Context: an optimization exercise on an open-source flow, tuned for small area, a short achievable clock period and few clock cycles. The choices shown serve that exercise and are no tape-out recipe.
Only simulation tests tie the RTL to the original design; equivalence was not proved.

--- design/flow/config.mk ---
export PLATFORM = sky130hd
export DESIGN_NAME = fold_codec
export DESIGN_NICKNAME = fold_codec
export VERILOG_FILES = /design/flow/design.v
export SDC_FILE = /design/flow/constraint.sdc
export NUM_CORES = 4
export LEC_CHECK = 0
export ABC_AREA = 1
export CAP_MARGIN = 20
export CORE_MARGIN = 2
export CORE_UTILIZATION = 40
export PLACE_DENSITY = 0.6
export SLEW_MARGIN = 20
--- design/flow/constraint.sdc ---
create_clock -name core_clock -period 45.0 [get_ports {clk}]
set_input_delay 9.0000 -clock core_clock [delete_from_list [all_inputs] [get_ports {clk}]]
set_output_delay 9.0000 -clock core_clock [all_outputs]
set_load 0.01 [all_outputs]
--- design/flow/design.v ---
module fold_enc_lane (
    input  wire        kind,      
    input  wire [8:0]  max_k,     
    input  wire        special,   
    input  wire [15:0] v,         
    output wire [11:0] f          
);
    wire       sign = v[15];
    wire [7:0] e    = v[14:7];
    wire [6:0] frac = v[6:0];
    wire       ez   = (e == 8'd0);
    wire [7:0] sig = {~ez, frac};
    wire [7:0] ee  = {e[7:1], e[0] | ez};
    wire [8:0]  t    = max_k - {1'b0, ee};
    wire        big  = (|t[8:4]) | (t[3] & t[2]);       
    wire [21:0] ext  = {sig, 3'b000, 11'd0} >> t[3:0];
    wire [10:0] q    = ext[21:11];
    wire        g    = ext[10];
    wire        st   = |ext[9:0];
    wire [10:0] m    = big ? 11'd0 : q + {10'd0, g & (st | q[0])};
    wire is_inf = (&e) & (frac == 7'd0);
    wire [10:0] mag = special ? {11{is_inf}} : m;
    assign f = kind ? {2'b00, sign, mag[8:0]} : {sign, mag};
endmodule
module fold_dec_lane (
    input  wire        kind,      
    input  wire [7:0]  big_e,     
    input  wire        e_ff,      
    input  wire        e_z,       
    input  wire [11:0] f,         
    output wire [15:0] v          
);
    wire        sign = kind ? f[9] : f[11];
    wire [10:0] mm   = kind ? {f[8:0], 2'b00} : f[10:0];
    wire        ones = kind ? (&f[8:0]) : (&f[10:0]);
    wire        nz   = |mm;
    reg [3:0] lz;
    integer k;
    always @* begin
        lz = 4'd11;
        for (k = 0; k < 11; k = k + 1)
            if (mm[k]) lz = 4'd10 - k[3:0];
    end
    wire        normal = nz & ({4'd0, lz} < big_e);
    wire [7:0]  em1    = big_e - 8'd1;
    wire [3:0]  sh     = normal ? lz : em1[3:0];      
    wire [11:0] x      = e_z ? {1'b0, mm} : ({mm, 1'b0} << sh);
    wire [7:0]  expo   = normal ? big_e - {4'd0, lz} : 8'd0;
    wire        rnd    = x[3] & (x[2] | x[1] | x[0] | x[4]);
    wire [14:0] word   = {expo, x[10:4]} + {14'd0, rnd};
    assign v = e_ff ? (ones ? {sign, 15'h7F80} : 16'h7FC0)
                    : {sign, nz ? word : 15'd0};
endmodule
module fold_encoder (
    input  wire         kind,      
    input  wire [255:0] blk,       
    output wire [7:0]   big_e,
    output wire [191:0] field,     
    output wire         special    
);
    wire [7:0] lv0 [0:15];
    wire [7:0] lv1 [0:7];
    wire [7:0] lv2 [0:3];
    wire [7:0] lv3 [0:1];
    wire [15:0] nzv;
    genvar a;
    generate
        for (a = 0; a < 16; a = a + 1) begin : ex
            assign lv0[a] = blk[16*a+14 -: 8];
            assign nzv[a] = |blk[16*a+14 -: 15];
        end
        for (a = 0; a < 8; a = a + 1) begin : m1
            assign lv1[a] = (lv0[2*a] > lv0[2*a+1]) ? lv0[2*a] : lv0[2*a+1];
        end
        for (a = 0; a < 4; a = a + 1) begin : m2
            assign lv2[a] = (lv1[2*a] > lv1[2*a+1]) ? lv1[2*a] : lv1[2*a+1];
        end
        for (a = 0; a < 2; a = a + 1) begin : m3
            assign lv3[a] = (lv2[2*a] > lv2[2*a+1]) ? lv2[2*a] : lv2[2*a+1];
        end
    endgenerate
    wire [7:0] mx       = (lv3[0] > lv3[1]) ? lv3[0] : lv3[1];
    wire       all_zero = ~(|nzv);
    wire [7:0] max_e = {mx[7:1], mx[0] | ~(|mx[7:1])};
    wire [8:0] max_k = {1'b0, max_e} + {7'd0, kind, 1'b0};
    assign special = &mx;
    assign big_e   = all_zero ? 8'd0 : max_e;
    wire [11:0] f [0:15];
    genvar g;
    generate
        for (g = 0; g < 16; g = g + 1) begin : lane
            fold_enc_lane u_lane (
                .kind    (kind),
                .max_k   (max_k),
                .special (special),
                .v       (blk[16*g+15 -: 16]),
                .f       (f[g])
            );
        end
    endgenerate
    reg [191:0] packed_f;
    integer j;
    always @* begin
        packed_f = 192'd0;
        for (j = 0; j < 16; j = j + 1) begin
            if (kind) packed_f[10*j +: 10] = f[j][9:0];
            else      packed_f[12*j +: 12] = f[j];
        end
    end
    assign field = packed_f;
endmodule
module fold_decoder (
    input  wire         kind,      
    input  wire [7:0]   big_e,
    input  wire [191:0] field,
    output wire [255:0] blk        
);
    wire e_ff = &big_e;
    wire e_z  = ~(|big_e);
    genvar g;
    generate
        for (g = 0; g < 16; g = g + 1) begin : lane
            wire [11:0] f = kind ? {2'b00, field[10*g +: 10]} : field[12*g +: 12];
            fold_dec_lane u_lane (
                .kind  (kind),
                .big_e (big_e),
                .e_ff  (e_ff),
                .e_z   (e_z),
                .f     (f),
                .v     (blk[16*g+15 -: 16])
            );
        end
    endgenerate
endmodule
module fold_codec (
    input  wire         clk,
    input  wire         rst,         
    input  wire         in_valid,
    output wire         in_ready,
    input  wire         in_dir,      
    input  wire         in_kind,     
    input  wire [255:0] in_data,
    output reg          out_valid,
    output reg  [255:0] out_data,
    output reg          out_special
);
    assign in_ready = 1'b1;
    reg         r_valid;
    reg         r_dir;
    reg         r_kind;
    reg [255:0] r_data;
    always @(posedge clk) begin
        if (rst) r_valid <= 1'b0;
        else     r_valid <= in_valid;
        r_dir  <= in_dir;
        r_kind <= in_kind;
        r_data <= in_data;
    end
    wire [7:0]   enc_e;
    wire [191:0] enc_field;
    wire         enc_special;
    wire [255:0] dec_blk;
    fold_encoder u_enc (
        .kind    (r_kind),
        .blk     (r_data),
        .big_e   (enc_e),
        .field   (enc_field),
        .special (enc_special)
    );
    fold_decoder u_dec (
        .kind  (r_kind),
        .big_e (r_data[7:0]),
        .field (r_data[199:8]),
        .blk   (dec_blk)
    );
    always @(posedge clk) begin
        if (rst) out_valid <= 1'b0;
        else     out_valid <= r_valid;
        out_data    <= r_dir ? dec_blk : {56'd0, enc_field, enc_e};
        out_special <= ~r_dir & enc_special;
    end
endmodule
--- design/flow/run.sh ---
#!/bin/bash
# synth_recipe.tcl (not shown) runs the flow's synth.tcl, then flattens the netlist and writes it again
# the make line also repeats each setting of config.mk as NAME=value (left out here)
make -C /OpenROAD-flow-scripts/flow DESIGN_CONFIG=/design/flow/config.mk WORK_HOME=/design/flow/orfs CLKGATE_MAP_FILE= SYNTH_SCRIPT=/design/flow/synth_recipe.tcl finish
==> impl_metrics.py <==
metrics = {
    "status": {
        "outcome": "timing/DRC/antenna clean",
    },
    "placed_design": {
        "place_congestion": 1.092,
        "dp_cells": 11760,
        "hpwl_mm": 257.1,
        "dp_worst_setup_slack_ps": 32270,
        "io_buffers": 518,
    },
    "yosys": {
        "syn_nets": 10230,
        "async_flop_share_pct": 0,
        "avgSynthCellArea_um2": 5.893,
        "ys_ff_latch": 517,
        "yosysSeqAreaShare_pct": 18.30,
        "synth_top_area_share_pct": 18.30,
        "syn_area_um2": 56560,
        "synth_most_common_cell": "nand2_1",
        "ys_types": 91,
        "synth_commonest_cells": "2467 x nand2_1, 1160 x nor2_1, 1140 x inv_1, 961 x o21ai_0, 578 x nand3_1",
        "yosysTopAreaCell": "dfxtp_1",
        "synth_edf_count": 0,
        "yosysWarnings": 3,
        "synth.area.top_cells": "dfxtp_1 18%, nand2_1 16%, o21ai_0 8.5%",
        "synth_ff_type": "dfxtp_1",
        "syn_inst": 9597,
    },
    "sta": {
        "finalCriticalPeriod_ps": 13300,
        "skew_ps": 46.63,
        "worst_slack_ps": 31700,
        "worst_pin_slew_ps": 1312,
        "max_freq_mhz": 75.18,
        "maxSlewViolCount": 0,
        "setup_viol": 0,
        "rsz0062_at_grt": "false",
        "finalSetupTns_ps": 0,
        "slew_headroom_pct": 11.58,
        "fin_crit_sh_pct": 29.56,
        "hold_viol_final": 0,
    },
    "worst_setup_path": {
        "crit_path_max_incr_delay_ps": 1010,
        "startpoint": "r_data[30]",
        "cp_data_required_time_ps": 45660,
        "arrival_ps": 13960,
        "timing.rr.start": "r_data[30]",
        "crit_path_top_delay_cell": "o21ai_0",
        "crit_fanout": 18,
        "r2r_slack_ps": 31700,
        "cp-start-kind": "register",
        "cp_common_cell": "nand2_1",
        "worst_setup_path_end_kind": "register",
        "path_class": "register to register",
    },
    "cts": {
        "root_buffer": "clkbuf_16",
        "ctsResizeCount": 0,
        "clk_latency_ps": 730,
        "cts_setup_buffers": 0,
        "tritoncts": "done",
        "cts.clk_slew.worst_paths_ps": 60,
        "h-tree-depth": 2,
        "clockBufferDepth": 3,
        "numCtsBuffers": 60,
        "hold_buffers": 0,
        "cts_num_sinks": 517,
    },
    "global_routing": {
        "grt_pass1_wl_mm": 443.1,
        "grt_max_degree": 149,
        "grt_pass1_vias": 63870,
        "antenna_found_initial": 31,
        "grt_overflow": 0,
        "grt.total_usage_pct": 41.89,
    },
    "layout": {
        "syn_to_final_growth_pct": 15.40,
        "final_cells": 11890,
        "final_util_pct": 46.66,
        "drive_gt1_share_pct": 5.481,
        "final_nets": 10590,
    },
    "detailed_routing": {
        "drc": 0,
        "avgRoutedWirePerCell_um": 26.57,
        "ant_nets": 0,
        "route.vias.total": 68820,
        "drtIter0Drc": 7864,
        "first_pass_iters": 9,
        "wirelength_mm": 315.9,
        "viasPerCell": 5.789,
    },
    "floorplanning": {
        "dieWidth_um": 380.0,
        "die_area_um2": 144400,
        "rows": 137,
        "start_util_pct": 40.43,
        "die_h_um": 380.0,
        "ios": 520,
        "core_area_um2": 139900,
    },
    "flow_run": {
        "maxCapViolations": 0,
    },
    "hold_path": {
        "hold_path_startpoint": "r_valid",
        "hold_path.class": "register to register",
    },
}
worst max-delay path, delay by kind of cell (launching register included):
family | cells | cell delay, ps
buffers and inverters | 5 | 1320
xor gates and xnor gates | 1 | 420
and+or+nand+nor | 26 | 3120
adders and majority gates | 7 | 2190
AOI/OAI and AO/OA | 15 | 5700
DFF | 1 | 440
cell usage in the layout, fill, tap and decap left out, types with 61 or more instances in the layout:
| master | netlist | routed |
|---|---|---|
| o22ai_1 | 72 | 72 |
| clkbuf_16 | 0 | 61 |
| ha_1 | 344 | 343 |
| nand3b_1 | 69 | 69 |
| xor2_1 | 194 | 188 |
| nand4_1 | 113 | 113 |
| o21ai_0 | 961 | 957 |
| nor4_1 | 113 | 111 |
| o21ai_1 | 178 | 182 |
| dfxtp_1 | 517 | 513 |
| nor2_1 | 1160 | 1155 |
| nand2_1 | 2467 | 2467 |
| inv_2 | 69 | 71 |
| clkdlybuf4s50_1 | 0 | 518 |
| a21oi_1 | 422 | 421 |
| inv_1 | 1140 | 1138 |
| buf_4 | 47 | 102 |
| nand3_1 | 578 | 578 |
| nor3_1 | 108 | 108 |
path summary, 6_finish.rpt:
path	cells after the start	endpoint
worst max-delay path	54	out_data[126]
worst min-delay path	2	out_valid
worst max register to register	54	out_data[126]
worst min register to register	2	out_valid
cells by family (layout without fill, tap and decap cells):
family	after synthesis	after routing	share of synthesized area [%]
buffers and inverters	1577	1979	11.55
other	1	14	0.006630
xor gates and xnor gates	252	252	3.902
adders and majority gates	376	376	8.743
muxes	29	29	0.5132
AOI/OAI and AO/OA	2057	2057	20.92
and+or+nand+nor	4788	4788	36.07
DFF	517	517	18.30
state kept, by name, indices dropped and copies added, names as in the netlist:
register     flops
out_data       256
r_data         256
out_special      1
out_valid        1
r_dir            1
r_kind           1
r_valid          1
metal layers:
metal | up-vias | GRT usage (%) | share of wire, %
met4 | 20 | 36.86 | 10
met1 | 31720 | 48.33 | 37
li1 | 32420 | - | -
met2 | 3688 | 65.99 | 43
met3 | 975 | 8.393 | 9.1
met5 | - | 0 | 0.042
layout make-up:
cell class                      instances  area, um^2
Antenna cell                           13       32.53
Clock buffer                           81        1692
Clock inverter                         31       321.6
Fill cell                           15070       74600
Inverter                             1245        4701
Multi-Input combinational cell       7503       39830
Sequential cell                       517       10360
Tap cell                             1876        2347
Timing Repair Buffer                  622        5991
through the flow:
step / hold slack [ps] / cell area [um^2]
final: 412.6 / 65270
after global placement: 390.1 / 63220
after floorplan: 388.3 / 56560
after CTS: 419.3 / 65240
after detailed placement: 407.6 / 63220
after global routing: 449.0 / 65250
Testbench counts, summed over its fixed seeds: cycles 6,004.

==> afterwards: timing with drivers on the ports <==
The results above use ideal ports. As a check the final layout listed here was re-extracted and re-timed, cells and wires unchanged. Step 1 (the two cells are an assumption about what drives the block):
set clk [get_ports {clk}]
set_driving_cell -lib_cell sky130_fd_sc_hd__clkbuf_16 $clk
set_driving_cell -lib_cell sky130_fd_sc_hd__buf_2 [delete_from_list [all_inputs] $clk]
Step 2 times the ports against the registers' clock, not the clock port: input delays grow and output delays shrink by t, the midpoint of the rising clock arrivals with the driver on. Three values: ideal ports, drivers, drivers and shift; two values: the first two.
shift t [ns]: 0.789
slack for setup (ns): 31.699 / 31.699 / 31.699
slew at the worst register clock pin (ns): 0.08 / 0.08
worst data-port slew with drivers (ns): 0.15
After both steps this run still meets setup and hold. The setup slack of this run moves by 0.000 ns with the drivers and by 0.000 ns with both steps.
